What follows belongs to an exercise in optimizing a design on an open flow for small area; a production flow would make more cautious choices.
In this exercise RTL edits were held to simulation tests only and were not proved equivalent to the original.
No activity file was given, so power comes from the tool's default toggle rates.

// heddle
module heddle (
    input  wire        clk,
    input  wire        rst_n,
    input  wire        bus_wr,
    input  wire        bus_rd,
    input  wire [4:0]  bus_addr,
    input  wire [31:0] bus_wdata,
    output reg  [31:0] bus_rdata,
    output wire [6:0]  prog_addr,
    input  wire [23:0] prog_data,
    input  wire [41:0] pin_in,
    output reg  [41:0] pin_out,
    output reg  [41:0] pin_oe,
    input  wire        angle_evt,
    input  wire        time_evt,
    output reg         wake,
    output reg         irq,
    output reg         fault_evt
);
Settings: LEC_CHECK=0, ABC_AREA=1, CAP_MARGIN=30, CORE_MARGIN=2, CORE_UTILIZATION=30, GPL_TIMING_DRIVEN=0, PLACE_DENSITY=0.5, SLEW_MARGIN=30; clock period 10.0 ns.
standard.sh (not shown) runs the stock make flow with config.mk's settings and CLKGATE_MAP_FILE= SYNTH_SCRIPT=/design/flow/synth_recipe.tcl, a recipe that flattens the netlist after the stock synthesis.
==> flow/flow/run.sh <==
#!/bin/bash
# Standard layout, with three changes that only affect how the layout is made:
#  - synthesis maps logic with an area-oriented ABC script (flow/abc_area.script);
#    registers come from the same dfflibmap step, so names and cells are unchanged
#  - input/output port buffers use sky130_fd_sc_hd__buf_1
#  - CTS inserts no dummy loads, and clusters up to 16 sinks on a clkbuf_16
set -uo pipefail
status=0
rm -rf scripts_mod
cp -r "$FLOW_HOME/scripts" scripts_mod
cp flow/abc_area.script scripts_mod/abc_area.script
bash standard.sh finish \
  SCRIPTS_DIR="$PWD/scripts_mod" \
  ABC_AREA=1 \
  BUFFER_PORTS_ARGS="-buffer_cell sky130_fd_sc_hd__buf_1" \
  CTS_ARGS="-sink_clustering_enable -repair_clock_nets -dont_use_dummy_load -buf_list sky130_fd_sc_hd__clkbuf_16 -sink_clustering_size 16 -sink_clustering_max_diameter 60" \
  > make.log 2>&1 || status=$?
tail -20 make.log
exit $status
==> flow/flow/abc_area.script <==
&get -n
&st
&dc2
&dc2
&dc2
&dch -f
&nf -a -R 1000
&put
Change:
==> flow/flow/run.sh (replaced) <==
#!/bin/bash
# Standard layout, with these changes that only affect how the layout is made:
#  - synthesis maps logic with an area-oriented ABC script (flow/abc_area.script);
#    registers come from the same dfflibmap step, so names and cells are unchanged
#  - input/output port buffers use sky130_fd_sc_hd__buf_1
#  - CTS inserts no dummy loads, and clusters up to 20 sinks on a clkbuf_16
#  - placement repairs slew and capacitance with the 10% margins of config.mk;
#    the steps from CTS on repair them with 40% margins (global-route parasitics),
#    to leave headroom for the routed wires
set -uo pipefail
status=0
rm -rf scripts_mod
cp -r "$FLOW_HOME/scripts" scripts_mod
cp flow/abc_area.script scripts_mod/abc_area.script
common=(
  SCRIPTS_DIR="$PWD/scripts_mod"
  ABC_AREA=1
  BUFFER_PORTS_ARGS="-buffer_cell sky130_fd_sc_hd__buf_1"
  CTS_ARGS="-sink_clustering_enable -repair_clock_nets -dont_use_dummy_load -buf_list sky130_fd_sc_hd__clkbuf_16 -sink_clustering_size 20 -sink_clustering_max_diameter 80"
)
bash standard.sh place "${common[@]}" > make_place.log 2>&1 || status=$?
if [[ $status -eq 0 ]]; then
  bash standard.sh finish "${common[@]}" SLEW_MARGIN=40 CAP_MARGIN=40 > make.log 2>&1 || status=$?
  tail -20 make.log
else
  tail -20 make_place.log
fi
exit $status
--- a/flow/config.mk
+++ b/flow/config.mk
@@ -7,8 +7,8 @@
 export LEC_CHECK = 0
 export ABC_AREA = 1
-export CAP_MARGIN = 30
+export CAP_MARGIN = 10
 export CORE_MARGIN = 2
 export CORE_UTILIZATION = 30
 export GPL_TIMING_DRIVEN = 0
 export PLACE_DENSITY = 0.5
-export SLEW_MARGIN = 30
+export SLEW_MARGIN = 10
What happened: Fmax came out lower by a few percent. Clock power came out lower by a quarter to a third. Sequential power stays flat.
Change:
--- a/flow/flow/run.sh
+++ b/flow/flow/run.sh
@@ -4,6 +4,6 @@
 #    registers come from the same dfflibmap step, so names and cells are unchanged
 #  - input/output port buffers use sky130_fd_sc_hd__buf_1
-#  - CTS inserts no dummy loads, and clusters up to 20 sinks on a clkbuf_16
-#  - placement repairs slew and capacitance with the 10% margins of config.mk;
+#  - CTS inserts no dummy loads, and clusters up to 12 sinks on a clkbuf_8
+#  - placement repairs slew and capacitance with the 0% margins of config.mk;
 #    the steps from CTS on repair them with 40% margins (global-route parasitics),
 #    to leave headroom for the routed wires
@@ -17,5 +17,5 @@
   ABC_AREA=1
   BUFFER_PORTS_ARGS="-buffer_cell sky130_fd_sc_hd__buf_1"
-  CTS_ARGS="-sink_clustering_enable -repair_clock_nets -dont_use_dummy_load -buf_list sky130_fd_sc_hd__clkbuf_16 -sink_clustering_size 20 -sink_clustering_max_diameter 80"
+  CTS_ARGS="-sink_clustering_enable -repair_clock_nets -dont_use_dummy_load -buf_list sky130_fd_sc_hd__clkbuf_8 -sink_clustering_size 12 -sink_clustering_max_diameter 50"
 )
 bash standard.sh place "${common[@]}" > make_place.log 2>&1 || status=$?
--- a/flow/config.mk
+++ b/flow/config.mk
@@ -7,8 +7,8 @@
 export LEC_CHECK = 0
 export ABC_AREA = 1
-export CAP_MARGIN = 10
+export CAP_MARGIN = 0
 export CORE_MARGIN = 2
 export CORE_UTILIZATION = 30
 export GPL_TIMING_DRIVEN = 0
 export PLACE_DENSITY = 0.5
-export SLEW_MARGIN = 10
+export SLEW_MARGIN = 0
Outcome:
- cell area barely changes
- fmax fell by 0.94%
- sequential share of layout area barely changes
- clock skew goes down by 0.0042 ns
- worst setup slack got worse by 0.092 ns
- cell count went up by 0.57%
Change:
==> flow/run.sh (new file) <==
#!/bin/bash
# synth_recipe.tcl (not shown) runs the flow's synth.tcl, then flattens the netlist and writes it again
# the make line also repeats each setting of config.mk as NAME=value (left out here)
make -C /OpenROAD-flow-scripts/flow DESIGN_CONFIG=/design/flow/config.mk WORK_HOME=/design/flow/orfs CLKGATE_MAP_FILE= SYNTH_SCRIPT=/design/flow/synth_recipe.tcl finish
--- a/flow/config.mk
+++ b/flow/config.mk
@@ -7,8 +7,7 @@
 export LEC_CHECK = 0
 export ABC_AREA = 1
-export CAP_MARGIN = 0
+export CAP_MARGIN = 20
 export CORE_MARGIN = 2
 export CORE_UTILIZATION = 30
-export GPL_TIMING_DRIVEN = 0
 export PLACE_DENSITY = 0.5
-export SLEW_MARGIN = 0
+export SLEW_MARGIN = 20
removed: flow/flow/run.sh
removed: flow/flow/abc_area.script
removed: flow/standard.sh
Outcome: The changed run finished clean. Cell count rose by a quarter to a third. Synthesized cell count rose by a quarter to a third. Hold slack barely changes. Setup slack gets better by 0.97 ns. Die area rose by roughly a tenth. Clock skew rose by 0.0082 ns. Global-route usage rose by 2.9 points. First-iteration DRC count fell by a few percent. Total power rose by a quarter to a third. Routed wire length rose by about a fifth.
Change:
==> flow/flow/run.sh (new file) <==
#!/bin/bash
# Standard layout, with three changes that only affect how the layout is made:
#  - synthesis maps logic with an area-oriented ABC script (flow/abc_area.script);
#    registers come from the same dfflibmap step, so names and cells are unchanged
#  - input/output port buffers use sky130_fd_sc_hd__buf_1
#  - CTS inserts no dummy loads
set -uo pipefail
status=0
rm -rf scripts_mod
cp -r "$FLOW_HOME/scripts" scripts_mod
cp flow/abc_area.script scripts_mod/abc_area.script
bash standard.sh finish \
  SCRIPTS_DIR="$PWD/scripts_mod" \
  ABC_AREA=1 \
  BUFFER_PORTS_ARGS="-buffer_cell sky130_fd_sc_hd__buf_1" \
  CTS_ARGS="-sink_clustering_enable -repair_clock_nets -dont_use_dummy_load" \
  > make.log 2>&1 || status=$?
tail -20 make.log
exit $status
==> flow/flow/abc_area.script (new file) <==
&get -n
&st
&dc2
&dc2
&dc2
&dch -f
&nf -a -R 1000
&put
==> flow/standard.sh (new file) <==
#!/bin/bash
# synth_recipe.tcl (not shown) runs the flow's synth.tcl, then flattens the netlist and writes it again
# the make line also repeats each setting of config.mk as NAME=value (left out here)
make -C /OpenROAD-flow-scripts/flow DESIGN_CONFIG=/design/flow/config.mk WORK_HOME=/design/flow/orfs CLKGATE_MAP_FILE= SYNTH_SCRIPT=/design/flow/synth_recipe.tcl "${@:-finish}"
--- a/flow/config.mk
+++ b/flow/config.mk
@@ -9,5 +9,4 @@
 export CAP_MARGIN = 20
 export CORE_MARGIN = 2
-export CORE_UTILIZATION = 30
-export PLACE_DENSITY = 0.5
+export CORE_UTILIZATION = 40
 export SLEW_MARGIN = 20
removed: flow/run.sh
What happened:
- Now the flow completed and failed the layout checks on capacitance limit, slew limit
- sequential power barely changes
- worst hold slack gets better by 0.0058 ns
- cell count is lower by 23%
- routed wire length came out lower by 16%
- non-clock buffer count is higher by 20
Change:
==> flow/flow/run.sh (replaced) <==
#!/bin/bash
# Standard layout, with these changes that only affect how the layout is made:
#  - synthesis maps logic with an area-oriented ABC script (flow/abc_area.script);
#    registers come from the same dfflibmap step, so names and cells are unchanged
#  - input/output port buffers use sky130_fd_sc_hd__buf_1
#  - CTS inserts no dummy loads, and clusters up to 20 sinks on a clkbuf_16
#  - placement repairs slew and capacitance with the 0% margins of config.mk;
#    the steps from CTS on repair them with 40% margins (global-route parasitics),
#    to leave headroom for the routed wires
set -uo pipefail
status=0
rm -rf scripts_mod
cp -r "$FLOW_HOME/scripts" scripts_mod
cp flow/abc_area.script scripts_mod/abc_area.script
common=(
  SCRIPTS_DIR="$PWD/scripts_mod"
  ABC_AREA=1
  BUFFER_PORTS_ARGS="-buffer_cell sky130_fd_sc_hd__buf_1"
  CTS_ARGS="-sink_clustering_enable -repair_clock_nets -dont_use_dummy_load -buf_list sky130_fd_sc_hd__clkbuf_16 -sink_clustering_size 20 -sink_clustering_max_diameter 80"
)
bash standard.sh place "${common[@]}" > make_place.log 2>&1 || status=$?
if [[ $status -eq 0 ]]; then
  bash standard.sh finish "${common[@]}" SLEW_MARGIN=40 CAP_MARGIN=40 > make.log 2>&1 || status=$?
  tail -20 make.log
else
  tail -20 make_place.log
fi
exit $status
--- a/flow/config.mk
+++ b/flow/config.mk
@@ -7,6 +7,8 @@
 export LEC_CHECK = 0
 export ABC_AREA = 1
-export CAP_MARGIN = 20
+export CAP_MARGIN = 0
 export CORE_MARGIN = 2
-export CORE_UTILIZATION = 40
-export SLEW_MARGIN = 20
+export CORE_UTILIZATION = 30
+export GPL_TIMING_DRIVEN = 0
+export PLACE_DENSITY = 0.5
+export SLEW_MARGIN = 0
Effect: Now the flow completed with no timing, DRC or antenna violations. Total power shrinks by 10%. Setup slack got worse by 1.3 ns. Wire length shrinks by 2.1%. Utilization shrinks by 11 points. Design area grows by 1.3%. Maximum frequency shrinks by 14%. Synthesized area stays the same. Combinational power stays flat. Global-route usage shrinks by 14 points. Final cell count grows by 4.4%. First-iteration DRC count shrinks by 19%.

## what the ideal ports hide
No port has a modelled driver above. Below, the same layouts with a new extraction and two added sets of constraints.
Step 1 sets driving cells, clkbuf_16 on the clock port and buf_2 on the other inputs (assumed; they add their load-dependent delay and slew).
Step 2 times the ports against the registers' clock, not the clock port: input delays grow and output delays shrink by t, the midpoint of the rising clock arrivals with the driver on.
Three values: ideal, step 1, step 2; two values: the first two.
run	t (ns)	slack for setup (ns)	worst register clock-pin slew, ns	worst slew at a driven data input, ns	cell pins on the clock port's net
the first run	0.793	0.635 / 0.688 / -0.105	0.08 / 0.08	0.13	1
the second run	0.756	0.300 / 0.300 / -0.338	0.10 / 0.10	0.14	1
the third run	0.919	0.207 / 0.207 / -0.556	0.09 / 0.09	0.13	1
the fourth run	0.832	1.173 / 1.150 / 1.150	0.07 / 0.07	0.11	1
the fifth run	0.791	1.551 / 1.551 / 1.053	0.06 / 0.06	0.11	1
the sixth run	0.767	0.206 / 0.206 / -0.468	0.10 / 0.10	0.14	1
Met with ideal ports but missed after step 2: setup timing in the first run, the second run, the third run and the sixth run. The setup slack of the third run, which loses most, moves by 0.000 ns with the drivers and by -0.763 ns with both steps.
